Source: an optimization exercise on an open RTL-to-GDS flow (aim: small area and a short achievable clock period). Production flows keep margins and buffers that such runs may drop. RTL that was checked went through simulation tests only; none was proved equivalent to the original. No functional check of the RTL was part of runs 6 and 7. No activity file was given, so power comes from the tool's default toggle rates.

`flow/design.v`:
```
module enc_filter (
    input  wire       clk,
    input  wire       load,     
    input  wire       step,     
    input  wire [7:0] y,        
    input  wire       in,
    output reg        out_q,
    output wire       qual      
);
    reg  [7:0] run_q;
    wire       diff = in ^ out_q;
    wire       at_n = (run_q == y);
    assign qual = step && diff && at_n;
    wire [8:0] rc;
    wire [7:0] run_inc;
    assign rc[0] = 1'b1;
    genvar i;
    generate
        for (i = 0; i < 8; i = i + 1) begin : g_inc
            assign run_inc[i] = run_q[i] ^ rc[i];
            assign rc[i+1]    = run_q[i] & rc[i];
        end
    endgenerate
    always @(posedge clk) begin
        if (load) begin
            out_q <= in;
            run_q <= 8'd0;
        end else if (step) begin
            if (qual)
                out_q <= in;
            if (!diff || at_n)
                run_q <= 8'd0;
            else
                run_q <= run_inc;
        end
    end
endmodule
module enc_rca #(parameter W = 8) (
    input  wire [W-1:0] a,
    input  wire [W-1:0] b,
    input  wire         ci,
    output wire [W-1:0] s,
    output wire         co
);
    wire [W:0] c;
    assign c[0] = ci;
    genvar i;
    generate
        for (i = 0; i < W; i = i + 1) begin : g_bit
            wire p = a[i] ^ b[i];
            assign s[i]   = p ^ c[i];
            assign c[i+1] = (a[i] & b[i]) | (p & c[i]);
        end
    endgenerate
    assign co = c[W];
endmodule
module enc_dstep #(parameter W = 9) (
    input  wire [W-2:0] r,
    input  wire [W-1:0] d,
    input  wire         hz,      
    output wire         b,
    output wire [W-1:0] rn
);
    wire [W-1:0] t = {r, 1'b0};
    wire [W-1:0] s;
    wire         co;
    enc_rca #(.W(W)) u_sub (.a(t), .b(~d), .ci(1'b1), .s(s), .co(co));
    assign b  = hz & co;
    assign rn = b ? s : t;
endmodule
module enc_top (
    input  wire        clk,
    input  wire        rst,           
    input  wire        en,            
    input  wire [7:0]  filt_n,        
    input  wire        invert,        
    input  wire        enc_a,
    input  wire        enc_b,
    input  wire        clr_unc,       
    output reg  [47:0] count,         
    output wire [55:0] p256,          
    output wire        fwd,           
    output wire        still,         
    output wire [23:0] deff,          
    output reg  [23:0] delta,         
    output reg         uncertain,     
    output reg  [23:0] ill_count      
);
    localparam [23:0] M24 = 24'hFFFFFF;
    genvar i;
    reg  [7:0] n_q;
    wire [8:0] nz;                  
    wire [7:0] y;                   
    assign nz[0] = 1'b1;
    generate
        for (i = 0; i < 8; i = i + 1) begin : g_y
            assign nz[i+1] = nz[i] & ~n_q[i];
            assign y[i]    = (n_q[i] ^ nz[i]) & ~nz[8];
        end
    endgenerate
    reg  en_q;
    wire load = en && !en_q;
    wire step = en && en_q;
    wire fa, fb, qa, qb;
    enc_filter u_fa (.clk(clk), .load(load), .step(step), .y(y),
                     .in(enc_a), .out_q(fa), .qual(qa));
    enc_filter u_fb (.clk(clk), .load(load), .step(step), .y(y),
                     .in(enc_b), .out_q(fb), .qual(qb));
    reg  dir_known, rev_q, after_ill, valid, dmax;
    wire illegal  = qa && qb;
    wire legal    = qa ^ qb;
    wire step_fwd = (fa ^ fb ^ qa) ^ invert;
    wire good     = !after_ill && dir_known && (step_fwd == !rev_q);
    wire vedge    = legal && good;
    reg  [23:0] g_q;
    wire [24:0] g_inc = {1'b0, g_q} + 25'd1;
    wire [23:0] g_nxt = g_inc[24] ? M24 : g_inc[23:0];
    reg  [23:0] m_q;
    wire [24:0] m_inc = {1'b0, m_q} + 25'd1;
    reg  [7:0] tk_s;
    reg  [8:0] tk_t;
    reg  [7:0] tb_s;
    reg  [8:0] tb_t;
    always @(*) begin
        case (g_inc[3:0])
            4'd2:  begin tb_s = 8'd128; tb_t = 9'd0;  end
            4'd3:  begin tb_s = 8'd85;  tb_t = 9'd1;  end
            4'd4:  begin tb_s = 8'd64;  tb_t = 9'd0;  end
            4'd5:  begin tb_s = 8'd51;  tb_t = 9'd1;  end
            4'd6:  begin tb_s = 8'd42;  tb_t = 9'd4;  end
            4'd7:  begin tb_s = 8'd36;  tb_t = 9'd4;  end
            4'd8:  begin tb_s = 8'd32;  tb_t = 9'd0;  end
            4'd9:  begin tb_s = 8'd28;  tb_t = 9'd4;  end
            4'd10: begin tb_s = 8'd25;  tb_t = 9'd6;  end
            4'd11: begin tb_s = 8'd23;  tb_t = 9'd3;  end
            4'd12: begin tb_s = 8'd21;  tb_t = 9'd4;  end
            4'd13: begin tb_s = 8'd19;  tb_t = 9'd9;  end
            4'd14: begin tb_s = 8'd18;  tb_t = 9'd4;  end
            4'd15: begin tb_s = 8'd17;  tb_t = 9'd1;  end
            4'd0:  begin tb_s = 8'd16;  tb_t = 9'd0;  end
            default: begin tb_s = 8'd255; tb_t = 9'd1; end
        endcase
    end
    wire       tk_small = (g_inc[24:4] == 21'd0) || (g_inc[24:0] == 25'd16);
    wire [8:0] tk_d;
    wire       tk_ge;
    enc_rca #(.W(9)) u_tkd (.a(tk_t), .b(~{1'b0, tk_s}), .ci(1'b1),
                            .s(tk_d), .co(tk_ge));
    wire [8:0] tk_w;
    wire       tk_wc;
    enc_rca #(.W(9)) u_tkw (.a(tk_d), .b(g_inc[8:0]), .ci(1'b0),
                            .s(tk_w), .co(tk_wc));
    wire [7:0] tk_s_n = tk_small ? tb_s : (tk_ge ? tk_s : tk_s - 8'd1);
    wire [8:0] tk_t_n = tk_small ? tb_t : (tk_ge ? tk_d : tk_w);
    wire [24:0] g_p2 = {1'b0, g_q} + 25'd2;
    wire [2:0]  d1_q;
    wire [10:0] d1_r;
    enc_div1 u_d1 (.y(y), .d(g_p2), .q(d1_q), .r(d1_r));
    reg  [2:0]  p1_q;
    reg  [10:0] p1_r;
    wire [2:0]  d2_q;
    wire [13:0] d2_r;
    enc_div2 u_d2 (.r_in(p1_r), .d(g_inc), .q(d2_q), .r(d2_r));
    reg  [5:0]  p2_q;
    reg  [13:0] p2_r;
    wire [1:0]  d3_q;
    wire [15:0] dv_r;
    enc_div3 u_d3 (.r_in(p2_r), .d({1'b0, g_q}), .q(d3_q), .r(dv_r));
    wire [7:0]  dv_q   = {p2_q, d3_q};
    wire        dv_big = |g_q[23:16];
    wire [7:0]  dsat_s;
    wire        dsat_c;
    enc_rca #(.W(8)) u_dsat (.a(y), .b(~g_q[7:0]), .ci(1'b1),
                             .s(dsat_s), .co(dsat_c));
    wire        dv_sat = ~|g_q[23:8] & dsat_c;
    reg  [7:0]  frac_q;      
    reg         fz_q;        
    reg         ovf_q;       
    reg  [23:0] rem_q;
    reg  [7:0]  st_s;
    reg  [8:0]  st_t;
    wire [8:0]  rs_lo;
    wire        rs_c;
    enc_rca #(.W(9)) u_rsl (.a(rem_q[8:0]), .b(st_t), .ci(1'b0),
                            .s(rs_lo), .co(rs_c));
    wire [15:0] rs_hi = {1'b0, rem_q[23:9]} + {15'd0, rs_c};
    wire [24:0] rsum  = {rs_hi, rs_lo};
    wire [24:0] rsub;
    wire        rc;
    enc_rca #(.W(25)) u_rsb (.a(rsum), .b(~{1'b0, delta}), .ci(1'b1),
                             .s(rsub), .co(rc));
    wire [7:0]  qs;
    wire        qc;
    enc_rca #(.W(8)) u_qs (.a(frac_q), .b(st_s), .ci(rc), .s(qs), .co(qc));
    always @(posedge clk) begin
        en_q  <= en;
        n_q   <= filt_n;
        g_q   <= g_nxt;
        tk_s  <= tk_s_n;
        tk_t  <= tk_t_n;
        p1_q  <= d1_q;
        p1_r  <= d1_r;
        p2_q  <= {p1_q, d2_q};
        p2_r  <= d2_r;
        if (ovf_q) begin
            if (!m_inc[24])
                m_q <= m_inc[23:0];
        end else begin
            frac_q <= qc ? 8'd255 : qs;
            fz_q   <= qc | (|qs);
            ovf_q  <= qc;
            rem_q  <= rc ? rsub[23:0] : rsum[23:0];
        end
        if (step && legal) begin
            g_q  <= 24'd1;
            tk_s <= 8'd255;
            tk_t <= 9'd1;
        end
        if (step && illegal)
            after_ill <= 1'b1;
        else if (step && legal)
            after_ill <= 1'b0;
        if (step && vedge) begin
            delta <= g_q;
            dmax  <= &g_q;
            m_q   <= dv_sat ? {16'd0, y} : g_q;
            ovf_q <= dv_sat;
            if (dv_sat || y == 8'd0) begin
                frac_q <= dv_sat ? 8'd255 : 8'd0;
                fz_q   <= dv_sat;
                rem_q  <= 24'd0;
            end else if (y == 8'd1) begin
                frac_q <= tk_s;
                fz_q   <= |tk_s;
                rem_q  <= {15'd0, tk_t};
            end else begin
                frac_q <= dv_big ? 8'd0 : dv_q;
                fz_q   <= !dv_big && (|dv_q);
                rem_q  <= {8'd0, dv_big ? {y, 8'd0} : dv_r};
            end
            st_s <= tk_s;
            st_t <= tk_t;
        end
        if (rst) begin
            en_q      <= 1'b0;
            dir_known <= 1'b0;
            rev_q     <= 1'b0;
            valid     <= 1'b0;
            delta     <= 24'd0;
            count     <= 48'd0;
            uncertain <= 1'b0;
            ill_count <= 24'd0;
        end else begin
            if (clr_unc)
                uncertain <= 1'b0;
            if (load) begin
                dir_known <= 1'b0;
                rev_q     <= 1'b0;
                valid     <= 1'b0;
            end else if (step) begin
                if (illegal) begin
                    uncertain <= 1'b1;
                    if (ill_count != M24)
                        ill_count <= ill_count + 24'd1;
                end else if (legal) begin
                    count     <= count ^ (step_fwd ? c_up : c_dn);
                    valid     <= good;
                    dir_known <= 1'b1;
                    rev_q     <= !step_fwd;
                end
            end
        end
    end
    wire [47:0] c_up, c_dn;
    assign c_up[0] = 1'b1;
    assign c_dn[0] = 1'b1;
    generate
        for (i = 1; i < 48; i = i + 1) begin : g_cnt
            assign c_up[i] = c_up[i-1] & count[i-1];
            assign c_dn[i] = c_dn[i-1] & ~count[i-1];
        end
    endgenerate
    wire        fon  = valid && !dmax;
    wire [7:0]  frac = fon ? frac_q : 8'd0;
    wire [8:0]  fo;
    assign fo[0] = 1'b0;
    generate
        for (i = 0; i < 8; i = i + 1) begin : g_neg
            assign fo[i+1] = fo[i] | frac[i];
        end
    endgenerate
    wire [7:0]  plo = frac ^ ({8{rev_q}} & fo[7:0]);
    wire        dec = rev_q && fon && fz_q;
    wire [47:0] chi = count ^ ({48{dec}} & c_dn);
    assign fwd  = !rev_q;
    assign p256 = {chi, plo};
    assign still = !fon || rev_q;
    assign deff  = still ? 24'd0 : m_q;
endmodule
module enc_div1 (
    input  wire [7:0]  y,
    input  wire [24:0] d,
    output wire [2:0]  q,
    output wire [10:0] r
);
    wire hz11 = ~|d[24:11];           
    wire hz10 = hz11 & ~d[10];
    wire hz9  = hz10 & ~d[9];
    wire [8:0]  r0;
    wire [9:0]  r1;
    enc_dstep #(.W(9))  u0 (.r(y),  .d(d[8:0]),  .hz(hz9),  .b(q[2]), .rn(r0));
    enc_dstep #(.W(10)) u1 (.r(r0), .d(d[9:0]),  .hz(hz10), .b(q[1]), .rn(r1));
    enc_dstep #(.W(11)) u2 (.r(r1), .d(d[10:0]), .hz(hz11), .b(q[0]), .rn(r));
endmodule
module enc_div2 (
    input  wire [10:0] r_in,
    input  wire [24:0] d,
    output wire [2:0]  q,
    output wire [13:0] r
);
    wire hz14 = ~|d[24:14];           
    wire hz13 = hz14 & ~d[13];
    wire hz12 = hz13 & ~d[12];
    wire [11:0] r0;
    wire [12:0] r1;
    enc_dstep #(.W(12)) u0 (.r(r_in), .d(d[11:0]), .hz(hz12), .b(q[2]), .rn(r0));
    enc_dstep #(.W(13)) u1 (.r(r0),   .d(d[12:0]), .hz(hz13), .b(q[1]), .rn(r1));
    enc_dstep #(.W(14)) u2 (.r(r1),   .d(d[13:0]), .hz(hz14), .b(q[0]), .rn(r));
endmodule
module enc_div3 (
    input  wire [13:0] r_in,
    input  wire [24:0] d,
    output wire [1:0]  q,
    output wire [15:0] r
);
    wire hz16 = ~|d[24:16];           
    wire hz15 = hz16 & ~d[15];
    wire [14:0] r0;
    enc_dstep #(.W(15)) u0 (.r(r_in), .d(d[14:0]), .hz(hz15), .b(q[1]), .rn(r0));
    enc_dstep #(.W(16)) u1 (.r(r0),   .d(d[15:0]), .hz(hz16), .b(q[0]), .rn(r));
endmodule
```
`flow/flow/run.sh`:
```
#!/bin/bash
# The standard layout, with plain buffers on the ports instead of the
# delay cell buffer_ports picks by default. Each tool's output goes to
# its own log here; ORFS keeps its step logs under orfs/logs.
set -euo pipefail
export BUFFER_PORTS_ARGS="-buffer_cell sky130_fd_sc_hd__buf_2"
bash standard.sh > standard.log 2>&1
```
`flow/standard.sh`:
```
#!/bin/bash
# synth_recipe.tcl (not shown) runs the flow's synth.tcl, then flattens the netlist and writes it again
# the make line also repeats each setting of config.mk as NAME=value (left out here)
make -C /OpenROAD-flow-scripts/flow DESIGN_CONFIG=/design/flow/config.mk WORK_HOME=/design/flow/orfs CLKGATE_MAP_FILE= SYNTH_SCRIPT=/design/flow/synth_recipe.tcl "${@:-finish}"
```
`flow/config.mk`:
```
export PLATFORM = sky130hd
export DESIGN_NAME = enc_top
export DESIGN_NICKNAME = enc_top
export VERILOG_FILES = /design/flow/design.v
export SDC_FILE = /design/flow/constraint.sdc
export NUM_CORES = 4
export LEC_CHECK = 0
export CAP_MARGIN = 20
export CORE_MARGIN = 2
export CORE_UTILIZATION = 40
export SLEW_MARGIN = 20
```
`flow/constraint.sdc`:
```
create_clock -name core_clock -period 110.0 [get_ports {clk}]
set_input_delay 22.0000 -clock core_clock [delete_from_list [all_inputs] [get_ports {clk}]]
set_output_delay 22.0000 -clock core_clock [all_outputs]
set_load 0.01 [all_outputs]
```
==> results of run 1 <==
worst paths after layout:
kind              end  slack, ns
max reg2reg   p2_r[2]      91.70
max          p256[55]      84.18
min reg2reg   p2_q[3]       0.37
min           p2_q[3]       0.37
power by group through the flow:
stage / clock network (mW) / logic (mW) / registers (mW)
detailed placement: 0 / 0.220 / 0.141
CTS: 0.126 / 0.222 / 0.139
global route: 0.130 / 0.252 / 0.141
finish: 0.124 / 0.224 / 0.140
global placement: 0 / 0.213 / 0.141
floorplan: 0 / 0.174 / 0.126
per-layer routing:
metal / part of all wire (%) / GRT usage (%) / wire, um
met5: 0 / 0 / 0
met3: 6.4 / 3.22 / 4040
met1: 45 / 32.1 / 28200
met4: 2.6 / 7.11 / 1670
met2: 46 / 35.9 / 28900
sequential cells by signal, indices dropped and copies added, names as in the netlist, 3 cells and up:
register,flops
p1_q,3
count,48
n_q,8
st_t,9
p2_q,6
tk_t,9
delta,24
p1_r,11
u_fa.run_q,8
st_s,8
rem_q,24
u_fb.run_q,8
g_q,24
p2_r,14
tk_s,8
m_q,24
frac_q,8
ill_count,24
placed cells by master (no fill, tap or decap), types with 91 or more instances in the layout:
cell	synthesis	final
nor2_1	216	216
dfxtp_1	202	202
buf_2	24	192
inv_1	157	157
fa_1	137	137
nand2_1	126	126
a21oi_1	118	118
o21ai_0	116	115
xnor2_1	107	107
mux2i_1	107	107
nand3_1	91	91
worst register-to-register path: cells and delay by family (launching register included):
kind	cells	cell delay, ns
AND/OR/NAND/NOR	3	1.57
XOR/XNOR	1	0.19
adder cells (fa/ha/maj)	34	14.24
AO/OA/AOI/OAI	3	0.48
flip-flops	1	0.31
buffers and inverters	2	0.55
multiplexers	2	0.84
area by class of cell:
| cell class | count | area (um2) |
|---|---|---|
| diodes | 1 | 2.50 |
| clock buffers | 53 | 1060 |
| clock inverters | 13 | 180 |
| fillers | 5052 | 28600 |
| inverters | 162 | 608 |
| multi-input cells | 1778 | 13600 |
| flip-flops and latches | 279 | 6360 |
| well taps | 688 | 861 |
| repair buffers | 224 | 1210 |
metrics by stage:
stage               power [mW]  instance area (um2)
finish                   0.488                23900
global route             0.523                23900
CTS                      0.487                23900
detailed placement       0.361                22700
global placement         0.353                22700
floorplan                0.300                21200
cell families after synthesis:
| group | synth area share, % |
|---|---|
| flip-flops | 29.9 |
| AO/OA/AOI/OAI | 12.4 |
| XOR/XNOR | 6.77 |
| AND/OR/NAND/NOR | 20.9 |
| multiplexers | 8.28 |
| buffers and inverters | 5.95 |
| adder cells (fa/ha/maj) | 15.8 |
==> results by group, run 1 <==
Run status
  – Status: finished clean

Timing
  – Unrepaired setup endpoints after global routing: false
  – Final setup vio count: 0
  – Least-Margin Pin Slew: 1.11 ns
  – Min cycle time layout: 25.82 ns
  – Slew Limit Headroom: 26.1%
  – Max Freq: between 0.03 and 0.04 GHz
  – Final worst slack: 84.18 ns
  – Final period util: a little under a quarter
  – Fin Hold WS: 0.366 ns
  – Slew Viols, Final: 0
  – Post-route setup TNS: 0 ns
  – Fin. Hold Viols: 0
  – Worst Skew: 0.0235 ns

Route
  – Vias per cell: 5.69
  – WL final: 62800 um
  – Vias after detailed routing: 18192
  – Wire length per cell: ~20 um
  – DR DRC count: 0
  – DRT Pass-1 Iters: 6
  – Antenna Nets Post-Route: 0
  – DRT iter0 DRCs: 1560

Cells and area
  – Layout Nets: 2682
  – Final core occ: 45.5%
  – Fin cells: about 3200
  – Share of layout cells above drive strength 1: 14.9%
  – Area Overhead vs Synth: 12.6%

Die
  – Die Span X: 234 um
  – Die H: 234 um
  – DIE AREA: 54900 um2
  – # rows: 84
  – Initial core utilization: about 40%
  – Core Area: 52600 um2
  – # IOs: 194

Place
  – IO Port Bufs: 193
  – Placed Cells: 3130
  – DP HPWL: 47000 um
  – GPL Wtd Cong: 0.923
  – Post-placement setup slack: 83.91 ns

Synthesis
  – Post-Syn Instances: 2375
  – Predominant post-synthesis flop cell: dfxtp_1
  – Yosys warning count: 2
  – Post-Synthesis Net Count: approximately 2600
  – Yosys cell types: 85
  – Most common cell in the netlist: nor2_1
  – EDFF count, synth: slightly below 80
  – Number of synthesized register bits: 279
  – Share of the synthesized area in the top cell type: 19.0%
  – Post-synth top cells: nor2_1, dfxtp_1, inv_1
  – Seq/Total Area, Yosys: 29.9%
  – Synth area leader: dfxtp_1
  – Ys async rst share: 0%
  – Syn avg cell area: 8.94 um2
  – Synth top area cells: dfxtp_1, fa_1, edfxtp_1
  – Syn Std Cell Area: 21200 um2

Pwr
  – Leakage: a little under 10 nW
  – Worst vdd ir: 10.6 uV
  – Clock power frac: roughly 25%
  – Comb pwr share: between 40% and 50%
  – P per Cell Area: ~20 nW/um2
  – Net Sw Frac: 41.9%
  – Psw: 0.204 mW
  – Internal power: ~0.28 mW
  – Reg power frac: 28.7%

Clock tree
  – Reg clk slew, reported paths: 0.06 ns
  – Max H-tree Level: 2
  – CTS Buf Count: 36
  – Clk sinks: 279
  – Worst skew pair latency: 0.56 ns
  – CTS resizes: 0
  – Post-CTS Hold Buffers: 0
  – CTS tree: yes
  – Clock buffer depth: 3
  – # Post-CTS Setup Buffers: 0
  – Clock Root Buffer: clkbuf_16

Worst setup path
  – Critical path's top delay family: simple AND/OR/NAND/NOR gates
  – Worst path max stage delay: just over 0.6 ns
  – Worst reg2reg path depth: 45
  – Instance count on the critical path: 8
  – Reg2Reg Launch Point: g_q[1]
  – Kind of critical path: reg2out
  – Crit-path slowest cell: or4_1
  – CP Max Fanout: 11
  – Startpoint types: register
  – Worst Setup SP: count[8]
  – Crit end category: primary output
  – WP data arrival: about 3.8 ns
  – WP data required: 88.00 ns
  – Crit-path cells: or4_1 -> nor3_1 -> and3b_1 -> and2_1 -> nand3_2 -> nor4_1 -> xor2_1 -> buf_2
  – CP bufs+invs: 1

Global route
  – GRT Overall Usage: between 20% and 30%
  – Initial antenna violation count: 0
  – Congestion Overflow GR: 0
  – Largest net degree at the start of global routing: 83
  – First-pass GRT wire length: 98200 um
  – Vias in the first global route: approximately 17000

Hold path
  – Worst Hold Class: reg2reg
  – Hold path depth: 0
  – Hold path startpoint: p1_q[0]

Run
  – Max Cap Viol: 0
==> run 2, diff against run 1 <==
==> flow/run.sh (new file) <==
#!/bin/bash
# synth_recipe.tcl (not shown) runs the flow's synth.tcl, then flattens the netlist and writes it again
# the make line also repeats each setting of config.mk as NAME=value (left out here)
make -C /OpenROAD-flow-scripts/flow DESIGN_CONFIG=/design/flow/config.mk WORK_HOME=/design/flow/orfs CLKGATE_MAP_FILE= SYNTH_SCRIPT=/design/flow/synth_recipe.tcl finish
removed: flow/flow/run.sh
removed: flow/standard.sh
==> run 2 against run 1 <==
Routed wire length grew 1.5%. Via count down 0.99%. Count of clock-buffer cells in the layout down 4. Non-clock buffer count rose by 3. Power up 1.3%.
==> results by group, run 2 <==
Run status
  – Status: finished clean

Cells and area
  – Area Overhead vs Synth: 17.5%
  – Final core occ: 47.5% (+2.0 points)
  – Share of layout cells above drive strength 1: 7.49% (-7.4 points)
  – Biggest register: count
  – Layout Nets: 2685 (+0.11%)
  – Most common cell after layout, fill and taps aside: nor2_1
  – Max reg flops: 48 (unchanged)
  – Fin cells: 3200 (+0.063%)
  – Most frequent cells in the layout: nor2_1, dfxtp_1, clkdlybuf4s50_1

Synthesis
  – Post-Synthesis Net Count: 2576 (unchanged)
  – Synth area leader: dfxtp_1
  – Seq/Total Area, Yosys: 29.9% (unchanged)
  – Syn Std Cell Area: 21200 um2 (unchanged)
  – Post-synth top cells: nor2_1, dfxtp_1, inv_1
  – Number of synthesized register bits: 279 (unchanged)
  – Predominant post-synthesis flop cell: dfxtp_1
  – Yosys warning count: 2 (unchanged)
  – Synth top area cells: dfxtp_1, fa_1, edfxtp_1
  – Yosys cell types: 85 (unchanged)
  – Share of the synthesized area in the top cell type: 19.0% (unchanged)
  – Post-Syn Instances: 2375 (unchanged)
  – Most common cell in the netlist: nor2_1
  – Syn avg cell area: 8.94 um2 (unchanged)
  – Ys async rst share: 0% (unchanged)
  – EDFF count, synth: 77 (unchanged)

Die
  – Core Area: 52600 um2 (unchanged)
  – Die Span X: 234 um (unchanged)
  – Die H: 234 um (unchanged)
  – # IOs: 194 (unchanged)
  – DIE AREA: 54900 um2 (unchanged)
  – Initial core utilization: 40.4% (unchanged)
  – # rows: 84 (unchanged)

Route
  – Antenna Nets Post-Route: 0 (unchanged)
  – DRT iter0 DRCs: 1394 (-11%)
  – WL final: 63700 um (+1.5%)
  – DRT Pass-1 Iters: 6 (unchanged)
  – Wire length per cell: 19.9 um (+1.4%)
  – DR DRC count: 0 (unchanged)
  – Vias after detailed routing: 18011 (-0.99%)
  – Vias per cell: 5.63 (-1.1%)

Timing
  – Least-Margin Pin Slew: 1.14 ns (+0.0355 ns)
  – Unrepaired setup endpoints after global routing: false
  – Worst Skew: 0.0210 ns (-0.00252 ns)
  – Slew Viols, Final: 0 (unchanged)
  – Fin Hold WS: 0.361 ns (-0.00478 ns)
  – Final worst slack: 83.73 ns (-0.445 ns)
  – Min cycle time layout: 26.27 ns (+0.445 ns)
  – Fin. Hold Viols: 0 (unchanged)
  – Post-route setup TNS: 0 ns (unchanged)
  – Slew Limit Headroom: 23.1% (-3.0 points)
  – Max Freq: 0.0381 GHz (-1.7%)
  – Final setup vio count: 0 (unchanged)
  – Final period util: 23.9% (+0.40 points)

Worst setup path
  – Reg2Reg Launch Point: g_q[2]
  – Worst reg2reg path depth: 43 (-4.4%)
  – Startpoint types: register
  – Kind of critical path: reg2out
  – WP data required: 88.00 ns (about the same)
  – CP Max Fanout: 11 (unchanged)
  – Crit end category: primary output
  – R2r endpoint: p2_r[2]
  – Reg2reg setup slack: 92.04 ns (+0.34 ns)
  – WP data arrival: 4.27 ns (+0.45 ns)

Clock tree
  – Post-CTS Hold Buffers: 0 (unchanged)
  – Worst skew pair latency: 0.56 ns (about the same)
  – CTS Buf Count: 36 (unchanged)
  – CTS resizes: 0 (unchanged)
  – # Post-CTS Setup Buffers: 0 (unchanged)
  – Clock Root Buffer: clkbuf_16
  – Clk sinks: 279 (unchanged)
  – Max H-tree Level: 2 (unchanged)
  – Clock buffer depth: 3 (unchanged)
  – CTS tree: yes
  – Reg clk slew, reported paths: 0.06 ns (about the same)

Pwr
  – P per Cell Area: 19.8 nW/um2 (-3.0%)
  – Worst vdd ir: 11.3 uV (+6.6%)
  – Leakage: 9.55 nW (-3.4%)

Hold path
  – Hold path depth: 0 (unchanged)
  – Hold Path End: p2_q[4]
  – Worst Hold Class: reg2reg
  – Hold path startpoint: p1_q[1]

Place
  – GPL Wtd Cong: 0.890 (-3.6%)
  – IO Port Bufs: 193 (unchanged)
  – Placed Cells: 3133 (+0.096%)
  – Post-placement setup slack: 83.51 ns (-0.399 ns)
  – DP HPWL: 47800 um (+1.6%)

Global route
  – First-pass GRT wire length: 100000 um (+2.0%)
  – Congestion Overflow GR: 0 (unchanged)
  – Largest net degree at the start of global routing: 83 (unchanged)
  – Vias in the first global route: 17577 (+1.5%)
  – Initial antenna violation count: 0 (unchanged)
  – GRT Overall Usage: 23.3% (+0.58 points)

Run
  – Max Cap Viol: 0 (unchanged)
==> run 2: worst max-delay path by stage <==
stage	slack (ns)	start	end
after floorplan	84.84	enc_a	frac_q[0]
after global placement	83.67	enc_a	frac_q[7]
after detailed placement	83.51	en	frac_q[7]
after CTS	83.77	count[8]	p256[55]
after global routing	83.55	count[8]	p256[55]
final	83.73	count[8]	p256[55]
==> run 2: cells by family after synthesis <==
logic type	Yosys count	share of synthesized area, %
and+or+nand+nor	847	20.9
adders and majority gates	186	15.8
DFF	279	29.9
buffers and inverters	318	5.95
AOI/OAI and AO/OA	417	12.4
muxes	167	8.28
xor gates and xnor gates	161	6.77
==> run 2: metrics by stage <==
| step | area, um2 | power (mW) |
|---|---|---|
| floorplan | 21200 | 0.300 |
| global placement | 23600 | 0.355 |
| detailed placement | 23600 | 0.362 |
| CTS | 24900 | 0.495 |
| global route | 25000 | 0.534 |
| finish | 25000 | 0.494 |
==> run 2: metal layers <==
metal	global-route usage, %	vias to the layer above	wire [um]	share of wire [%]
met4	7.53	0	1790	2.8
met1	32.0	8829	28600	45
li1	-	8558	-	-
met3	4.02	98	3870	6.1
met2	37.2	526	29500	46
met5	0	-	0	0
==> run 2: cell type report <==
type / count / area, um2
sequential: 279 / 6360
inverter: 162 / 608
fill: 4983 / 27600
multi-input combinational: 1778 / 13600
tap: 688 / 861
timing repair buffer: 227 / 2180
clock inverter: 16 / 269
antenna: 1 / 2.50
clock buffer: 49 / 1030
==> run 2: worst max-delay path, stage by stage, from the launching register on <==
cell	delay, ns
dfxtp_1	0.41
or4_1	0.62
nor3_1	0.49
and3b_1	0.46
and2_1	0.34
nand3_2	0.24
nor4_1	0.29
xor2_1	0.28
clkdlybuf4s50_1	0.60
==> run 2: power breakdown <==
group	switching [mW]	internal, mW
logic	0.131	0.0917
registers	0.0243	0.117
clock network	0.0477	0.0823
total	0.203	0.291
==> run 3, diff against run 2 <==
--- a/flow/config.mk
+++ b/flow/config.mk
@@ -10,2 +10,5 @@
 export CORE_UTILIZATION = 40
+export CTS_BUF_LIST = sky130_fd_sc_hd__clkbuf_8
+export CTS_CLUSTER_DIAMETER = 60
+export CTS_CLUSTER_SIZE = 16
 export SLEW_MARGIN = 20
==> run 3 against run 2 <==
Non-clock buffer count stayed put. Clock skew increased by 0.033 ns. Critical endpoint unchanged. Fmax shrank 0.25%. Critical path type unchanged. Sequential share of layout area rose by 0.46 points. Routed wire length decreased by 0.42%. Still clean on timing, DRC and antenna. Sequential power about the same.
==> results by group, run 3 <==
Route
  – Vias after detailed routing: 18129 (+0.66%)
  – DRT iter0 DRCs: 1501 (+7.7%)
  – Antenna Nets Post-Route: 0 (unchanged)
  – Vias per cell: 5.66 (+0.62%)
  – DRT Pass-1 Iters: 8 (+2)
  – Wire length per cell: 19.8 um (-0.45%)
  – WL final: 63500 um (-0.42%)
  – DR DRC count: 0 (unchanged)

Global route
  – First-pass GRT wire length: 99800 um (-0.42%)
  – Congestion Overflow GR: 0 (unchanged)
  – Vias in the first global route: 17517 (-0.34%)
  – Largest net degree at the start of global routing: 83 (unchanged)
  – GRT Overall Usage: 23.1% (-0.15 points)
  – Initial antenna violation count: 1 (+1)

Hold path
  – Hold path startpoint: p1_q[2]
  – Hold path depth: 0 (unchanged)
  – Hold Path End: p2_q[5]
  – Worst Hold Class: reg2reg

Timing
  – Max Freq: 0.0380 GHz (-0.25%)
  – Slew Viols, Final: 0 (unchanged)
  – Min cycle time layout: 26.33 ns (+0.0657 ns)
  – Unrepaired setup endpoints after global routing: false
  – Fin. Hold Viols: 0 (unchanged)
  – Least-Margin Pin Slew: 1.10 ns (-0.0364 ns)
  – Final period util: 23.9% (+0.060 points)
  – Slew Limit Headroom: 25.6% (+2.5 points)
  – Final worst slack: 83.67 ns (-0.0657 ns)
  – Worst Skew: 0.0535 ns (+0.0325 ns)
  – Final setup vio count: 0 (unchanged)
  – Post-route setup TNS: 0 ns (unchanged)

Place
  – Post-placement setup slack: 83.51 ns (unchanged)
  – IO Port Bufs: 193 (unchanged)
  – DP HPWL: 47800 um (unchanged)
  – GPL Wtd Cong: 0.890 (unchanged)

Cells and area
  – Multi-input gate area: 13600 um2 (unchanged)
  – Area Overhead vs Synth: 15.5%
  – Fillers: 5036 (+1.1%)
  – Biggest register: count
  – Most common cell after layout, fill and taps aside: nor2_1
  – Layout Nets: 2685 (unchanged)
  – Share of layout cells above drive strength 1: 7.68% (+0.20 points)
  – Max reg flops: 48 (unchanged)
  – Sequential cell area: 6360 um2 (unchanged)
  – Most frequent cells in the layout: nor2_1, dfxtp_1, clkdlybuf4s50_1

Worst setup path
  – R2r endpoint: p2_r[2]
  – WP data required: 88.00 ns (about the same)
  – Reg2Reg Launch Point: g_q[2]
  – Worst reg2reg path depth: 43 (unchanged)
  – Reg2reg setup slack: 92.06 ns (+0.02 ns)
  – WP data arrival: 4.34 ns (+0.07 ns)
  – Kind of critical path: reg2out
  – Startpoint types: register
  – Crit end category: primary output
  – CP Max Fanout: 11 (unchanged)

Synthesis
  – Post-synth top cells: nor2_1, dfxtp_1, inv_1
  – Synth Area in Compound Gates: 12.4% (unchanged)
  – Synth top area cells: dfxtp_1, fa_1, edfxtp_1
  – Syn Std Cell Area: 21200 um2 (unchanged)
  – Post-Syn Instances: 2375 (unchanged)
  – EDFF count, synth: 77 (unchanged)
  – Most common cell in the netlist: nor2_1
  – Largest family of logic cells by synthesized area: simple AND/OR/NAND/NOR gates
  – Synth area leader: dfxtp_1
  – Share of the synthesized area in the top cell type: 19.0% (unchanged)
  – Syn avg cell area: 8.94 um2 (unchanged)
  – Post-Synthesis Net Count: 2576 (unchanged)
  – Seq/Total Area, Yosys: 29.9% (unchanged)
  – Simple-gate portion of the synthesized area: 20.9% (unchanged)
  – Synthesized-area fraction occupied by adder cells: 15.8% (unchanged)
  – Post-synthesis mux area share: 8.28% (unchanged)
  – Area share of xor/xnor cells in the synthesized design: 6.77% (unchanged)
  – Yosys warning count: 2 (unchanged)
  – Yosys cell types: 85 (unchanged)
  – Number of synthesized register bits: 279 (unchanged)
  – Predominant post-synthesis flop cell: dfxtp_1
  – Ys async rst share: 0% (unchanged)

Die
  – Core Area: 52600 um2 (unchanged)
  – Die Span X: 234 um (unchanged)
  – DIE AREA: 54900 um2 (unchanged)
  – # rows: 84 (unchanged)
  – # IOs: 194 (unchanged)
  – Initial core utilization: 40.4% (unchanged)
  – Die H: 234 um (unchanged)

Clock tree
  – Post-CTS Hold Buffers: 0 (unchanged)
  – CTS Buf Count: 36 (unchanged)
  – CTS tree: yes
  – Clock Root Buffer: clkbuf_8
  – Clk sinks: 279 (unchanged)
  – Worst skew pair latency: 0.63 ns (+0.07 ns)
  – CTS resizes: 0 (unchanged)
  – Reg clk slew, reported paths: 0.11 ns (+0.05 ns)
  – # Post-CTS Setup Buffers: 0 (unchanged)
  – Clock buffer depth: 3 (unchanged)
  – Max H-tree Level: 2 (unchanged)

Run
  – Max Cap Viol: 0 (unchanged)

Pwr
  – Total power: 0.457 mW (-7.6%)
  – Leakage: 9.36 nW (-1.9%)
  – Worst vdd ir: 10.1 uV (-10%)
  – P per Cell Area: 18.6 nW/um2 (-5.9%)

Run status
  – Status: finished clean
-- run 3: stage by stage --
stage	cells	utilization, %	area (um2)	hold slack [ns]
finish	3201	46.7	24500	0.329
global route	3201	46.7	24500	0.317
CTS	3199	46.6	24500	0.314
detailed placement	3133	45.0	23600	0.366
global placement	3133	45.0	23600	0.364
floorplan	2375	-	21200	0.310
-- run 3: worst max-delay path by stage --
stage,from,to,cells after the start
5_1_grt,count[8],p256[55],8
6_report,count[8],p256[55],8
2_1_floorplan,enc_a,frac_q[0],10
3_3_place_gp,enc_a,frac_q[7],11
4_1_cts,count[8],p256[55],8
3_5_place_dp,en,frac_q[7],10
-- run 3: metal layers --
metal / track usage, % / wire [um]
met5: 0 / 0
met4: 7.10 / 1730
met3: 3.61 / 3970
met2: 37.0 / 29400
met1: 32.2 / 28300
-- run 3: cell families (layout without fill, tap and decap cells) --
| kind of cell | after synthesis | count (layout) |
|---|---|---|
| AO/OA/AOI/OAI | 417 | 417 |
| adder cells (fa/ha/maj) | 186 | 186 |
| multiplexers | 167 | 167 |
| AND/OR/NAND/NOR | 847 | 847 |
| other | 0 | 1 |
| flip-flops | 279 | 279 |
| XOR/XNOR | 161 | 161 |
| buffers and inverters | 318 | 455 |
-- run 3: cell type report --
type | count | share of cell area [%]
multi-input cells | 1778 | 55.7
inverters | 162 | 2.48
flip-flops and latches | 279 | 25.9
diodes | 1 | 0.0102
well taps | 688 | 3.51
repair buffers | 227 | 8.91
clock inverters | 27 | 1.31
clock buffers | 39 | 2.19
-- run 3: report_power, final --
part / total [mW] / switching, mW / internal [mW]
clock: 0.0931 / 0.0480 / 0.0451
combinational: 0.223 / 0.131 / 0.0918
sequential: 0.141 / 0.0242 / 0.116
-- run 3: critical path, cell delays in order, from the launching register on --
cell	delay (ns)
dfxtp_1	0.42
or4_1	0.62
nor3_1	0.48
and3b_1	0.46
and2_1	0.34
nand3_2	0.23
nor4_1	0.28
xor2_1	0.28
clkdlybuf4s50_1	0.60
==> run 4, diff against run 3 <==
==> flow/flow/run.sh (new file) <==
#!/bin/bash
# The standard layout, with plain buffers on the ports instead of the
# delay cell buffer_ports picks by default, and a clock tree of smaller
# buffers without dummy loads. Each tool's output goes to its own log
# here; ORFS keeps its step logs under orfs/logs.
set -euo pipefail
export BUFFER_PORTS_ARGS="-buffer_cell sky130_fd_sc_hd__buf_2"
export CTS_ARGS="-sink_clustering_enable -repair_clock_nets -dont_use_dummy_load -buf_list sky130_fd_sc_hd__clkbuf_4 -sink_clustering_size 8 -sink_clustering_max_diameter 40"
bash standard.sh > standard.log 2>&1
==> flow/standard.sh (new file) <==
#!/bin/bash
# synth_recipe.tcl (not shown) runs the flow's synth.tcl, then flattens the netlist and writes it again
# the make line also repeats each setting of config.mk as NAME=value (left out here)
make -C /OpenROAD-flow-scripts/flow DESIGN_CONFIG=/design/flow/config.mk WORK_HOME=/design/flow/orfs CLKGATE_MAP_FILE= SYNTH_SCRIPT=/design/flow/synth_recipe.tcl "${@:-finish}"
--- a/flow/config.mk
+++ b/flow/config.mk
@@ -10,5 +10,2 @@
 export CORE_UTILIZATION = 40
-export CTS_BUF_LIST = sky130_fd_sc_hd__clkbuf_8
-export CTS_CLUSTER_DIAMETER = 60
-export CTS_CLUSTER_SIZE = 16
 export SLEW_MARGIN = 20
removed: flow/run.sh
==> run 4 against run 3 <==
Fmax rose by 1.2%. Non-clock buffer count shrank 3. Global-route usage is 0.50 points lower. Routed wire length shrank 1.6%. Critical path type unchanged. Largest power group unchanged.
==> results by group, run 4 <==
Pwr
  – Comb pwr share: 52.7% (+3.9 points)
  – Worst vdd ir: 10.3 uV (+1.5%)
  – P per Cell Area: 18.4 nW/um2 (-1.3%)
  – Reg power frac: 32.8% (+2.0 points)
  – Leakage: 9.55 nW (+2.0%)
  – Net Sw Frac: 45.7% (+1.2 points)
  – Clock power frac: 14.5% (-5.9 points)
  – Internal power: 0.230 mW (-9.1%)
  – Psw: 0.194 mW (-4.4%)

Timing
  – Fin. Hold Viols: 0 (unchanged)
  – Unrepaired setup endpoints after global routing: false
  – Final setup vio count: 0 (unchanged)
  – Final period util: 23.7% (-0.28 points)
  – Max Freq: 0.0384 GHz (+1.2%)
  – Least-Margin Pin Slew: 1.09 ns (-0.0139 ns)
  – Slew Viols, Final: 0 (unchanged)
  – Final worst slack: 83.98 ns (+0.311 ns)
  – Min cycle time layout: 26.02 ns (-0.311 ns)
  – Slew Limit Headroom: 27.1% (+1.5 points)
  – Post-route setup TNS: 0 ns (unchanged)
  – Worst Skew: 0.147 ns (+0.0934 ns)

Global route
  – First-pass GRT wire length: 98300 um (-1.5%)
  – GRT Overall Usage: 22.6% (-0.50 points)
  – Congestion Overflow GR: 0 (unchanged)
  – Largest net degree at the start of global routing: 83 (unchanged)
  – Vias in the first global route: 17300 (-1.2%)
  – Initial antenna violation count: 2 (+1)

Hold path
  – Hold path depth: 0 (unchanged)
  – Worst Hold Class: reg2reg

Synthesis
  – Share of the synthesized area in the top cell type: 19.0% (unchanged)
  – Most common cell in the netlist: nor2_1
  – Synth top area cells: dfxtp_1, fa_1, edfxtp_1
  – Number of synthesized register bits: 279 (unchanged)
  – Yosys cell types: 85 (unchanged)
  – Post-Syn Instances: 2375 (unchanged)
  – Post-Synthesis Net Count: 2576 (unchanged)
  – Predominant post-synthesis flop cell: dfxtp_1
  – EDFF count, synth: 77 (unchanged)
  – Ys async rst share: 0% (unchanged)
  – Yosys warning count: 2 (unchanged)
  – Post-synth top cells: nor2_1, dfxtp_1, inv_1
  – Seq/Total Area, Yosys: 29.9% (unchanged)
  – Syn avg cell area: 8.94 um2 (unchanged)
  – Syn Std Cell Area: 21200 um2 (unchanged)
  – Synth area leader: dfxtp_1

Clock tree
  – # Post-CTS Setup Buffers: 0 (unchanged)
  – Post-CTS Hold Buffers: 0 (unchanged)
  – CTS Buf Count: 57 (+58%)
  – Clock buffer depth: 3 (unchanged)
  – Worst skew pair latency: 0.85 ns (+0.22 ns)
  – Reg clk slew, reported paths: 0.05 ns (-0.06 ns)
  – Clock Root Buffer: clkbuf_4
  – Max H-tree Level: 2 (unchanged)
  – Clk sinks: 279 (unchanged)
  – CTS tree: yes
  – CTS resizes: 0 (unchanged)

Die
  – Die H: 234 um (unchanged)
  – Core Area: 52600 um2 (unchanged)
  – Initial core utilization: 40.4% (unchanged)
  – DIE AREA: 54900 um2 (unchanged)
  – Die Span X: 234 um (unchanged)
  – # rows: 84 (unchanged)
  – # IOs: 194 (unchanged)

Cells and area
  – Biggest register: count
  – Fin cells: 3191 (-0.31%)
  – Final instance area: 23100 um2 (-5.8%)
  – Most frequent cells in the layout: nor2_1, dfxtp_1, buf_2
  – Most common cell after layout, fill and taps aside: nor2_1
  – Layout Nets: 2703 (+0.67%)
  – Final core occ: 44.0% (-2.7 points)
  – Area Overhead vs Synth: 8.80%
  – Share of layout cells above drive strength 1: 15.0% (+7.4 points)
  – Max reg flops: 48 (unchanged)

Route
  – Wire length per cell: 19.6 um (-1.3%)
  – Vias after detailed routing: 18212 (+0.46%)
  – DRT Pass-1 Iters: 5 (-3)
  – DR top layer: met4
  – Wire length on met2: 28800 um (-2.3%)
  – Vias per cell: 5.71 (+0.77%)
  – Antenna Nets Post-Route: 0 (unchanged)
  – DR DRC count: 0 (unchanged)
  – DR WL met3: 4120 um (+3.6%)
  – WL final: 62500 um (-1.6%)
  – Met1 wire length: 28200 um (-0.61%)
  – DRT iter0 DRCs: 1499 (-0.13%)

Run status
  – Status: finished clean

Worst setup path
  – Critical path's top delay family: simple AND/OR/NAND/NOR gates
  – Worst reg2reg path depth: 45 (+4.7%)
  – Instance count on the critical path: 8 (unchanged)
  – Crit-path slowest cell: or4_1
  – WP data required: 88.00 ns (about the same)
  – Crit-path cells: or4_1 -> nor3_1 -> and3b_1 -> and2_1 -> nand3_2 -> nor4_1 -> xor2_1 -> buf_2
  – Startpoint types: register
  – WP data arrival: 4.02 ns (-0.32 ns)
  – Crit end category: primary output
  – Kind of critical path: reg2out
  – Worst path max stage delay: 0.62 ns (about the same)
  – CP bufs+invs: 1 (unchanged)
  – CP Max Fanout: 11 (unchanged)

Run
  – Max Cap Viol: 0 (unchanged)

Place
  – DP HPWL: 47000 um (-1.6%)
  – DP Area: 22700 um2 (-4.2%)
  – IO Port Bufs: 193 (unchanged)
  – Post-placement setup slack: 83.91 ns (+0.399 ns)
  – GPL Wtd Cong: 0.923 (+3.7%)
  – Placed Cells: 3130 (-0.096%)
==> run 4: cell counts after synthesis <==
No cell type changed its count.
==> run 4: area by class of cell <==
type | count | area [um2]
antenna | 3 | 7.51
clock buffer | 57 | 428
fill | 5137 | 29400
inverter | 162 | 608
multi-input combinational | 1778 | 13600
sequential | 279 | 6360
tap | 688 | 861
timing repair buffer | 224 | 1210
==> run 4: cell families after synthesis <==
group                      count (synthesis)  synth area share, %
AOI/OAI and AO/OA                        417                 12.4
and+or+nand+nor                          847                 20.9
adders and majority gates                186                 15.8
muxes                                    167                 8.28
DFF                                      279                 29.9
xor gates and xnor gates                 161                 6.77
buffers and inverters                    318                 5.95
==> run 4: worst paths after layout <==
path                 start  endpoint  slack, ns
hold / removal     p1_q[2]   p2_q[5]       0.27
setup reg to reg    g_q[1]   p2_r[6]      91.75
hold reg to reg    p1_q[2]   p2_q[5]       0.27
setup / recovery  count[8]  p256[55]      83.98
==> run 4: power by group through the flow <==
stage	clock network [mW]	logic [mW]	registers, mW
6_report	0.0615	0.224	0.139
5_1_grt	0.0687	0.251	0.141
4_1_cts	0.0638	0.222	0.139
3_5_place_dp	0	0.220	0.141
3_3_place_gp	0	0.213	0.141
2_1_floorplan	0	0.174	0.126
==> run 4: per-layer routing <==
metal | global-route usage, % | vias up
met2 | 35.9 | 594
met4 | 5.52 | 0
li1 | - | 8602
met3 | 3.63 | 96
met5 | 0 | -
met1 | 32.3 | 8920
==> run 4: metrics by stage <==
step                power [mW]  hold slack, ns
floorplan                0.300           0.310
global placement         0.353           0.364
detailed placement       0.361           0.360
CTS                      0.424           0.250
global route             0.461           0.252
finish                   0.425           0.267
==> run 5, diff against run 4 <==
--- a/flow/flow/run.sh
+++ b/flow/flow/run.sh
@@ -7,3 +7,3 @@
 export BUFFER_PORTS_ARGS="-buffer_cell sky130_fd_sc_hd__buf_2"
-export CTS_ARGS="-sink_clustering_enable -repair_clock_nets -dont_use_dummy_load -buf_list sky130_fd_sc_hd__clkbuf_4 -sink_clustering_size 8 -sink_clustering_max_diameter 40"
+export CTS_ARGS="-sink_clustering_enable -repair_clock_nets -dont_use_dummy_load -buf_list sky130_fd_sc_hd__clkbuf_8 -sink_clustering_size 16 -sink_clustering_max_diameter 60"
 bash standard.sh > standard.log 2>&1
==> run 5 against run 4 <==
Flip-flop and latch count did not move. Combinational power barely moved. Global-route usage hardly changed. Critical path type unchanged. Largest cell class unchanged. Highest routed layer unchanged.
==> results by group, run 5 <==
Timing
  – Final period util: 23.5% (-0.14 points)
  – Least-Margin Pin Slew: 1.10 ns (+0.00843 ns)
  – Unrepaired setup endpoints after global routing: false
  – Fin Hold WS: 0.368 ns (+0.101 ns)
  – Slew Viols, Final: 0 (unchanged)
  – Slew Limit Headroom: 26.2% (-0.88 points)
  – Max Freq: 0.0387 GHz (+0.59%)
  – Fin. Hold Viols: 0 (unchanged)
  – Worst Skew: 0.0781 ns (-0.0687 ns)
  – Post-route setup TNS: 0 ns (unchanged)
  – Final setup vio count: 0 (unchanged)
  – Min cycle time layout: 25.87 ns (-0.152 ns)

Synthesis
  – Predominant post-synthesis flop cell: dfxtp_1
  – Syn avg cell area: 8.94 um2 (unchanged)
  – EDFF count, synth: 77 (unchanged)
  – Number of synthesized register bits: 279 (unchanged)
  – Yosys warning count: 2 (unchanged)
  – Post-Synthesis Net Count: 2576 (unchanged)
  – Synth area leader: dfxtp_1
  – Post-Syn Instances: 2375 (unchanged)
  – Yosys cell types: 85 (unchanged)
  – Syn Std Cell Area: 21200 um2 (unchanged)
  – Synth top area cells: dfxtp_1, fa_1, edfxtp_1
  – Ys async rst share: 0% (unchanged)
  – Seq/Total Area, Yosys: 29.9% (unchanged)
  – Post-synth top cells: nor2_1, dfxtp_1, inv_1
  – Share of the synthesized area in the top cell type: 19.0% (unchanged)
  – Most common cell in the netlist: nor2_1

Route
  – WL final: 62500 um (about the same)
  – DRT iter0 DRCs: 1506 (+0.47%)
  – Wire length per cell: 19.7 um (+0.80%)
  – DR DRC count: 0 (unchanged)
  – Vias per cell: 5.71 (about the same)
  – DRT Pass-1 Iters: 6 (+1)
  – Vias after detailed routing: 18063 (-0.82%)
  – Antenna Nets Post-Route: 0 (unchanged)

Cells and area
  – Biggest register: count
  – Area Overhead vs Synth: 8.90% (about the same)
  – Share of layout cells above drive strength 1: 14.2% (-0.82 points)
  – Max reg flops: 48 (unchanged)
  – Most common cell after layout, fill and taps aside: nor2_1
  – Layout Nets: 2679 (-0.89%)
  – Most frequent cells in the layout: nor2_1, dfxtp_1, buf_2

Worst setup path
  – Crit-path slowest cell: or4_1
  – Crit end category: primary output
  – Worst path max stage delay: 0.62 ns (about the same)
  – CP Max Fanout: 11 (unchanged)
  – Kind of critical path: reg2out
  – Critical path's top delay family: simple AND/OR/NAND/NOR gates
  – CP bufs+invs: 1 (unchanged)
  – Startpoint types: register
  – WP data required: 88.00 ns (about the same)
  – WP data arrival: 3.87 ns (-0.15 ns)
  – Crit-path cells: or4_1 -> nor3_1 -> and3b_1 -> and2_1 -> nand3_2 -> nor4_1 -> xor2_1 -> buf_2

Global route
  – Most Used Layer, Global Route: met2
  – Vias in the first global route: 17148 (-0.88%)
  – Met3 Use GR: 3.11% (-0.52 points)
  – M2 GR Usage: 36.1% (+0.25 points)
  – First-pass GRT wire length: 98100 um (-0.17%)
  – GR Layer Usage met1: 32.4% (+0.092 points)
  – GRT Overall Usage: 22.6% (-0.031 points)
  – Initial antenna violation count: 0 (-2)
  – Largest net degree at the start of global routing: 83 (unchanged)
  – Congestion Overflow GR: 0 (unchanged)

Place
  – IO Port Bufs: 193 (unchanged)
  – DP HPWL: 47000 um (unchanged)
  – GPL Wtd Cong: 0.923 (unchanged)

Clock tree
  – Max H-tree Level: 2 (unchanged)
  – Worst skew pair latency: 0.61 ns (-0.24 ns)
  – CTS tree: yes
  – Post-CTS Hold Buffers: 0 (unchanged)
  – Clk sinks: 279 (unchanged)
  – # Post-CTS Setup Buffers: 0 (unchanged)
  – Clock Root Buffer: clkbuf_8
  – CTS resizes: 0 (unchanged)
  – Clock buffer depth: 3 (unchanged)
  – CTS Buf Count: 34 (-40%)
  – Reg clk slew, reported paths: 0.08 ns (+0.03 ns)

Pwr
  – Leakage: 9.52 nW (-0.27%)
  – P per Cell Area: 18.5 nW/um2 (+0.77%)
  – Worst vdd ir: 10.3 uV (+0.23%)

Die
  – DIE AREA: 54900 um2 (unchanged)
  – Die H: 234 um (unchanged)
  – # rows: 84 (unchanged)
  – Core Area: 52600 um2 (unchanged)
  – Initial core utilization: 40.4% (unchanged)
  – Die Span X: 234 um (unchanged)
  – # IOs: 194 (unchanged)

Run status
  – Status: finished clean

Run
  – Max Cap Viol: 0 (unchanged)

Hold path
  – Worst Hold Class: reg2reg
-- run 5: area by class of cell --
| class | instances | area, um2 |
|---|---|---|
| Fill cell | 5135 | 29400 |
| Multi-Input combinational cell | 1778 | 13600 |
| Sequential cell | 279 | 6360 |
| Timing Repair Buffer | 223 | 1190 |
| Tap cell | 688 | 861 |
| Inverter | 162 | 608 |
| Clock buffer | 34 | 468 |
| Antenna cell | 1 | 2.50 |
-- run 5: per-stage QoR --
step | power [mW] | instance area, um2 | worst slack (ns) | cells | util [%]
4_1_cts | 0.428 | 23100 | 84.12 | 3164 | 44.0
3_3_place_gp | 0.353 | 22700 | 84.09 | 3130 | 43.1
6_report | 0.428 | 23100 | 84.13 | 3165 | 44.0
3_5_place_dp | 0.361 | 22700 | 83.91 | 3130 | 43.1
5_1_grt | 0.463 | 23100 | 83.85 | 3164 | 44.0
2_1_floorplan | 0.300 | 21200 | 84.84 | 2375 | -
-- run 5: worst paths after layout --
| path | startpoint | end | slack, ns | cells after the start |
|---|---|---|---|---|
| setup / recovery | count[8] | p256[55] | 84.13 | 8 |
| hold / removal | p1_q[2] | p2_q[5] | 0.37 | 0 |
| hold reg to reg | p1_q[2] | p2_q[5] | 0.37 | 0 |
| setup reg to reg | g_q[1] | p2_r[2] | 91.62 | 45 |
-- run 5: metal layers --
layer	routed length [um]	up-vias	part of all wire, %
met5	0	-	0
met4	1400	0	2.2
met3	3520	81	5.6
met2	29000	555	46
met1	28500	8912	46
li1	-	8515	-
-- run 5: power by group --
| part | internal (mW) | leakage, nW | total, mW | switching [mW] |
|---|---|---|---|---|
| Clock | 0.0276 | 0.244 | 0.0651 | 0.0376 |
| Sequential | 0.116 | 2.42 | 0.139 | 0.0229 |
| Combinational | 0.0906 | 6.86 | 0.224 | 0.133 |
| Total | 0.235 | 9.52 | 0.428 | 0.194 |
-- run 5: kinds of logic (layout without fill, tap and decap cells) --
group / after synthesis / after routing / share of synthesized area, %
and+or+nand+nor: 847 / 847 / 20.9
AOI/OAI and AO/OA: 417 / 417 / 12.4
buffers and inverters: 318 / 419 / 5.95
DFF: 279 / 279 / 29.9
adders and majority gates: 186 / 186 / 15.8
muxes: 167 / 167 / 8.28
xor gates and xnor gates: 161 / 161 / 6.77
other: 0 / 1 / 0
==> run 6, diff against run 5 <==
--- a/flow/design.v
+++ b/flow/design.v
@@ -109,6 +109,9 @@
     reg  dir_known, rev_q, after_ill, valid, dmax;
+    wire fwd_a    = !(fa ^ fb) ^ invert;             
+    wire same_a   = fwd_a ^ rev_q;                   
+    wire known    = !after_ill && dir_known;
     wire illegal  = qa && qb;
     wire legal    = qa ^ qb;
-    wire step_fwd = (fa ^ fb ^ qa) ^ invert;
-    wire good     = !after_ill && dir_known && (step_fwd == !rev_q);
+    wire step_fwd = qa ? fwd_a : !fwd_a;
+    wire good     = known && (qa ? same_a : !same_a);
     wire vedge    = legal && good;
==> run 6 against run 5 <==
Cell count increased by 1.4%. Largest power group is now sequential cells. Non-clock buffer count fell by 2. Die area about the same.
==> results by group, run 6 <==
Synthesis
  – Largest family of logic cells by synthesized area: simple AND/OR/NAND/NOR gates
  – Ys async rst share: 0% (unchanged)
  – Synth top area cells: dfxtp_1, fa_1, edfxtp_1
  – Post-synthesis mux area share: 5.69% (-2.6 points)
  – Post-Syn Instances: 2441 (+2.8%)
  – Syn avg cell area: 8.70 um2 (-2.7%)
  – Seq/Total Area, Yosys: 29.9% (about the same)
  – Synth area leader: dfxtp_1
  – Area share of xor/xnor cells in the synthesized design: 6.89% (+0.12 points)
  – Most common cell in the netlist: dfxtp_1
  – Post-Synthesis Net Count: 2642 (+2.6%)
  – EDFF count, synth: 77 (unchanged)
  – Simple-gate portion of the synthesized area: 20.6% (-0.31 points)
  – Share of the synthesized area in the top cell type: 19.0% (about the same)
  – Number of synthesized register bits: 279 (unchanged)
  – Synth Area in Compound Gates: 14.8% (+2.4 points)
  – Predominant post-synthesis flop cell: dfxtp_1
  – Syn Std Cell Area: 21200 um2 (about the same)
  – Yosys cell types: 78 (-8.2%)
  – Post-synth top cells: dfxtp_1, inv_1, nor2_1
  – Yosys warning count: 2 (unchanged)
  – Synthesized-area fraction occupied by adder cells: 15.9% (+0.088 points)

Timing
  – Final period util: 23.7% (+0.23 points)
  – Fin. Hold Viols: 0 (unchanged)
  – Final setup vio count: 0 (unchanged)
  – Post-route setup TNS: 0 ns (unchanged)
  – Unrepaired setup endpoints after global routing: false
  – Worst Skew: 0.0790 ns (+0.000828 ns)
  – Least-Margin Pin Slew: 1.11 ns (+0.0155 ns)
  – Slew Limit Headroom: 25.5% (-0.72 points)
  – Final worst slack: 83.88 ns (-0.250 ns)
  – Slew Viols, Final: 0 (unchanged)
  – Max Freq: 0.0383 GHz (-0.96%)
  – Min cycle time layout: 26.12 ns (+0.250 ns)

Cells and area
  – Sequential cell area: 6360 um2 (unchanged)
  – Multi-input gate area: 13600 um2 (-0.10%)
  – Max reg flops: 48 (unchanged)
  – Layout Nets: 2722 (+1.6%)
  – Final instance area: 23100 um2 (-0.28%)
  – Biggest register: count
  – Most common cell after layout, fill and taps aside: dfxtp_1
  – Most frequent cells in the layout: dfxtp_1, buf_2, inv_1
  – Share of layout cells above drive strength 1: 12.1% (-2.1 points)
  – Fin cells: 3208 (+1.4%)
  – Fillers: 5240 (+2.0%)
  – Area Overhead vs Synth: 8.55%

Run status
  – Status: finished clean

Route
  – WL final: 65100 um (+4.2%)
  – Antenna Nets Post-Route: 0 (unchanged)
  – Vias after detailed routing: 18627 (+3.1%)
  – Wire length per cell: 20.3 um (+2.8%)
  – DRT Pass-1 Iters: 6 (unchanged)
  – Vias per cell: 5.81 (+1.7%)
  – DRT iter0 DRCs: 1543 (+2.5%)
  – DR DRC count: 0 (unchanged)

Die
  – Die H: 234 um (about the same)
  – DIE AREA: 55000 um2 (about the same)
  – Initial core utilization: 40.4% (about the same)
  – Die Span X: 234 um (about the same)
  – # rows: 84 (unchanged)
  – # IOs: 194 (unchanged)
  – Core Area: 52600 um2 (unchanged)

Clock tree
  – Max H-tree Level: 1 (-1)
  – Worst skew pair latency: 0.64 ns (+0.03 ns)
  – Clock buffer depth: 3 (unchanged)
  – # Post-CTS Setup Buffers: 0 (unchanged)
  – Clock Root Buffer: clkbuf_8
  – CTS tree: yes
  – Clk sinks: 279 (unchanged)
  – Post-CTS Hold Buffers: 0 (unchanged)
  – CTS Buf Count: 29 (-15%)
  – CTS resizes: 0 (unchanged)
  – Reg clk slew, reported paths: 0.10 ns (+0.02 ns)

Hold path
  – Hold path depth: 0 (unchanged)
  – Worst Hold Class: reg2reg

Worst setup path
  – Worst path max stage delay: 0.79 ns (+0.17 ns)
  – Most used cell, CP: nor3_1
  – Startpoint types: register
  – Crit-path slowest cell: nor3_1
  – Crit-path cells: nor4_1 -> nand3_1 -> nor3_1 -> and3_1 -> nand2_1 -> nor3_1 -> xor2_1 -> buf_2
  – Crit end category: primary output
  – WP data arrival: 4.12 ns (+0.25 ns)
  – Reg2reg setup slack: 92.17 ns (+0.55 ns)
  – CP Max Fanout: 12 (+1)
  – WP data required: 88.00 ns (about the same)
  – Worst reg2reg path depth: 46 (+2.2%)
  – Kind of critical path: reg2out

Place
  – DP HPWL: 48800 um (+3.8%)
  – Post-placement setup slack: 84.11 ns (+0.201 ns)
  – GPL Wtd Cong: 0.925 (+0.21%)
  – Placed Cells: 3178 (+1.5%)
  – DP Area: 22600 um2 (about the same)
  – IO Port Bufs: 193 (unchanged)

Run
  – Max Cap Viol: 0 (unchanged)

Global route
  – Initial antenna violation count: 1 (+1)
  – GRT Overall Usage: 23.4% (+0.81 points)
  – Congestion Overflow GR: 0 (unchanged)
  – First-pass GRT wire length: 102000 um (+3.8%)
  – Largest net degree at the start of global routing: 62 (-25%)
  – Vias in the first global route: 17630 (+2.8%)

Pwr
  – P per Cell Area: 12.0 nW/um2 (-35%)
  – Leakage: 9.29 nW (-2.5%)
  – Worst vdd ir: 8.07 uV (-22%)
run 6: changes by cell type in the layout (fill, tap and decap cells not counted), moves of 19 or more:
cell	previous run	this run
nand3_1	91	111
nor2b_1	47	26
a211oi_1	7	26
a21oi_1	118	137
o21ai_0	115	135
nand2_1	126	152
nand2b_1	39	20
nor2_1	216	163
xor2_1	52	71
nor3_1	77	102
mux2_2	59	18
run 6: through the flow:
step | utilization (%) | hold WS [ns] | total power [mW]
floorplan | - | 0.310 | 0.188
global placement | 43.1 | 0.317 | 0.214
detailed placement | 43.1 | 0.322 | 0.218
CTS | 43.9 | 0.343 | 0.277
global route | 43.9 | 0.344 | 0.295
finish | 43.9 | 0.344 | 0.276
run 6: layout make-up:
type,count,area share [%]
diodes,1,0.0109
clock buffers,29,1.73
inverters,171,2.78
multi-input cells,1819,59.1
flip-flops and latches,279,27.6
well taps,688,3.73
repair buffers,221,5.11
run 6: kinds of logic after synthesis:
kind of cell	count (synthesis)
AOI/OAI and AO/OA	508
xor gates and xnor gates	164
adders and majority gates	188
buffers and inverters	343
DFF	279
muxes	116
and+or+nand+nor	843
run 6: final timing paths:
path	from	end
max	count[0]	p256[44]
min	p1_q[0]	p2_q[3]
max reg2reg	g_q[1]	p2_r[7]
min reg2reg	p1_q[0]	p2_q[3]
run 6: power breakdown:
group          switching, mW  internal [mW]  total, mW
sequential           0.00889          0.111      0.120
clock                 0.0364         0.0233     0.0597
combinational         0.0575         0.0393     0.0968
total                  0.103          0.173      0.276
run 6: metal layers:
metal  vias up  part of all wire, %  global-route usage [%]
met5         -                    0                       0
li1       8778                    -                       -
met2       619                   47                    37.8
met4         0                  2.3                    6.09
met1      9141                   45                    33.4
met3        89                  5.9                    2.48
run 6: worst max-delay path, delay by kind of cell, from the launching register on:
kind | cells | cell delay, ns
XOR/XNOR | 1 | 0.19
AND/OR/NAND/NOR | 6 | 2.71
flip-flops | 1 | 0.42
buffers and inverters | 1 | 0.15
==> run 7, diff against run 6 <==
--- a/flow/flow/run.sh
+++ b/flow/flow/run.sh
@@ -8,2 +8,3 @@
 export CTS_ARGS="-sink_clustering_enable -repair_clock_nets -dont_use_dummy_load -buf_list sky130_fd_sc_hd__clkbuf_8 -sink_clustering_size 16 -sink_clustering_max_diameter 60"
+export SETUP_SLACK_MARGIN=85
 bash standard.sh > standard.log 2>&1
==> run 7 against run 6 <==
Still clean. Clock skew about the same. Utilization increased by 0.64 points. Fmax increased by 2.7%. Global-route usage increased by 0.074 points. Combinational power about the same. Flip-flop and latch count unchanged. Via count increased by 0.89%. Die area unchanged. Cell count increased by 0.37%. Sequential power about the same.
==> results by group, run 7 <==
Synthesis
  – Synth area leader: dfxtp_1
  – Post-Synthesis Net Count: 2642 (unchanged)
  – Most common cell in the netlist: dfxtp_1
  – Post-synth top cells: dfxtp_1, inv_1, nor2_1
  – Share of the synthesized area in the top cell type: 19.0% (unchanged)
  – Synth top area cells: dfxtp_1, fa_1, edfxtp_1
  – Yosys warning count: 2 (unchanged)
  – Syn avg cell area: 8.70 um2 (unchanged)
  – Ys async rst share: 0% (unchanged)
  – Predominant post-synthesis flop cell: dfxtp_1
  – Syn Std Cell Area: 21200 um2 (unchanged)

Clock tree
  – Clk sinks: 279 (unchanged)
  – Clock Root Buffer: clkbuf_8
  – CTS tree: yes
  – Reg clk slew, reported paths: 0.09 ns (about the same)
  – Clock buffer depth: 3 (unchanged)
  – CTS Buf Count: 29 (unchanged)

Global route
  – Vias in the first global route: 17691 (+0.35%)
  – Initial antenna violation count: 1 (unchanged)
  – GRT Overall Usage: 23.5% (+0.074 points)
  – First-pass GRT wire length: 102000 um (+0.32%)

Route
  – DR WL met3: 3800 um (-1.3%)
  – DR top layer: met4
  – DRT iter0 DRCs: 1608 (+4.2%)
  – Vias after detailed routing: 18793 (+0.89%)
  – Met1 wire length: 29700 um (+0.96%)
  – Antenna Nets Post-Route: 0 (unchanged)
  – Wire length per cell: 20.4 um (+0.42%)
  – Wire length on met2: 30600 um (+0.85%)
  – DR DRC count: 0 (unchanged)

Worst setup path
  – WP data required: 88.00 ns (about the same)
  – Crit end category: primary output
  – WP data arrival: 3.43 ns (-0.69 ns)
  – Worst path max stage delay: 0.54 ns (-0.25 ns)
  – Most used cell, CP: or4b_4
  – CP bufs+invs: 1 (unchanged)
  – Crit-path slowest cell: or4b_4
  – CP Max Fanout: 3 (-9)
  – Startpoint types: register
  – Critical path's top delay family: simple AND/OR/NAND/NOR gates

Die
  – # IOs: 194 (unchanged)
  – Die Span X: 234 um (unchanged)
  – # rows: 84 (unchanged)
  – DIE AREA: 55000 um2 (unchanged)
  – Die H: 234 um (unchanged)
  – Core Area: 52600 um2 (unchanged)
  – Initial core utilization: 40.4% (unchanged)

Cells and area
  – Layout Nets: 2734 (+0.44%)
  – Most common cell after layout, fill and taps aside: dfxtp_1
  – Fillers: 5209 (-0.59%)
  – Sequential cell area: 6370 um2 (+0.26%)
  – Share of layout cells above drive strength 1: 13.9% (+1.8 points)
  – Area Overhead vs Synth: 10.1%

Timing
  – Post-route setup TNS: 0 ns (unchanged)
  – Unrepaired setup endpoints after global routing: true
  – Max Freq: 0.0393 GHz (+2.7%)
  – Slew Viols, Final: 0 (unchanged)
  – Min cycle time layout: 25.43 ns (-0.696 ns)
  – Slew Limit Headroom: 26.6% (+1.1 points)
  – Least-Margin Pin Slew: 1.10 ns (-0.0166 ns)

Pwr
  – Total power: 0.276 mW (about the same)
  – Internal power: 0.173 mW (about the same)
  – Reg power frac: 43.3% (about the same)
  – Leakage: 9.43 nW (+1.6%)
  – Comb pwr share: 35.0% (about the same)
  – Net Sw Frac: 37.3% (+0.064 points)
  – Clock power frac: 21.7% (about the same)

Hold path
  – Worst Hold Class: reg2reg

Place
  – DP HPWL: 48800 um (unchanged)
  – GPL Wtd Cong: 0.925 (unchanged)

Run status
  – Status: finished clean
## run 7: cell types whose count changed in the layout (fill, tap and decap cells not counted), moves of 3 or more
| cell | change |
|---|---|
| buf_6 | +4 |
| nor2_1 | -3 |
| nor4_4 | +6 |
| buf_4 | +8 |
| nor3_1 | -6 |
| nor3_2 | +4 |
| nor4_1 | -6 |
| dfxtp_2 | +7 |
| dfxtp_1 | -9 |
## run 7: power groups by stage
| stage | clock, mW | combinational, mW | sequential (mW) |
|---|---|---|---|
| 2_1_floorplan | 0 | 0.0718 | 0.117 |
| 3_3_place_gp | 0 | 0.0925 | 0.122 |
| 3_5_place_dp | 0 | 0.0959 | 0.122 |
| 4_1_cts | 0.0612 | 0.0963 | 0.119 |
| 5_1_grt | 0.0645 | 0.110 | 0.120 |
| 6_report | 0.0599 | 0.0966 | 0.120 |
## run 7: cells by family (layout without fill, tap and decap cells)
family                     Yosys count  count (layout)  share of synthesized area, %
and+or+nand+nor                    843             843                          20.6
other                                0               1                             0
xor gates and xnor gates           164             164                          6.89
DFF                                279             279                          29.9
adders and majority gates          188             188                          15.9
AOI/OAI and AO/OA                  508             508                          14.8
buffers and inverters              343             433                          6.23
muxes                              116             116                          5.69
## run 7: worst paths after layout
kind | from | endpoint | slack (ns) | cells after the start
hold reg to reg | p1_q[0] | p2_q[3] | 0.34 | 0
hold / removal | p1_q[0] | p2_q[3] | 0.34 | 0
setup / recovery | count[32] | p256[55] | 84.57 | 9
setup reg to reg | g_q[1] | p2_r[7] | 92.16 | 47
## run 7: final cells by class
| class | instances | area share (%) |
|---|---|---|
| tap | 688 | 3.68 |
| clock buffer | 29 | 1.71 |
| multi-input combinational | 1819 | 59.1 |
| timing repair buffer | 233 | 5.49 |
| sequential | 279 | 27.2 |
| antenna | 1 | 0.0107 |
| inverter | 171 | 2.75 |
## run 7: layer usage
layer	vias to the layer above	track usage (%)
met5	-	0
met2	627	37.9
met1	9264	33.5
met3	92	2.48
met4	0	6.17
li1	8810	-
## run 7: timing repair
| action | CTS | global route |
|---|---|---|
| pin swaps | 5 | 9 |
| gates resized for setup | 26 | 32 |
| setup buffers | 9 | 3 |
| endpoints found under the setup margin | 45 | 77 |
## run 7: metrics by stage
step                hold slack [ns]  util [%]  worst slack [ns]  std cells  cell area, um2
floorplan                     0.310         -             85.03       2441           21200
global placement              0.317      43.1             84.26       3178           22600
detailed placement            0.322      43.1             84.11       3178           22600
CTS                           0.343      44.2             84.50       3216           23200
global route                  0.344      44.5             84.46       3220           23400
finish                        0.344      44.5             84.57       3220           23400

Setup slack of run 7, layout unchanged: 84.574 ns with ideal ports, 84.520 ns with driving cells assumed (clock clkbuf_16, inputs buf_2), 84.595 ns with port delays also shifted by the 0.658 ns mid clock arrival.
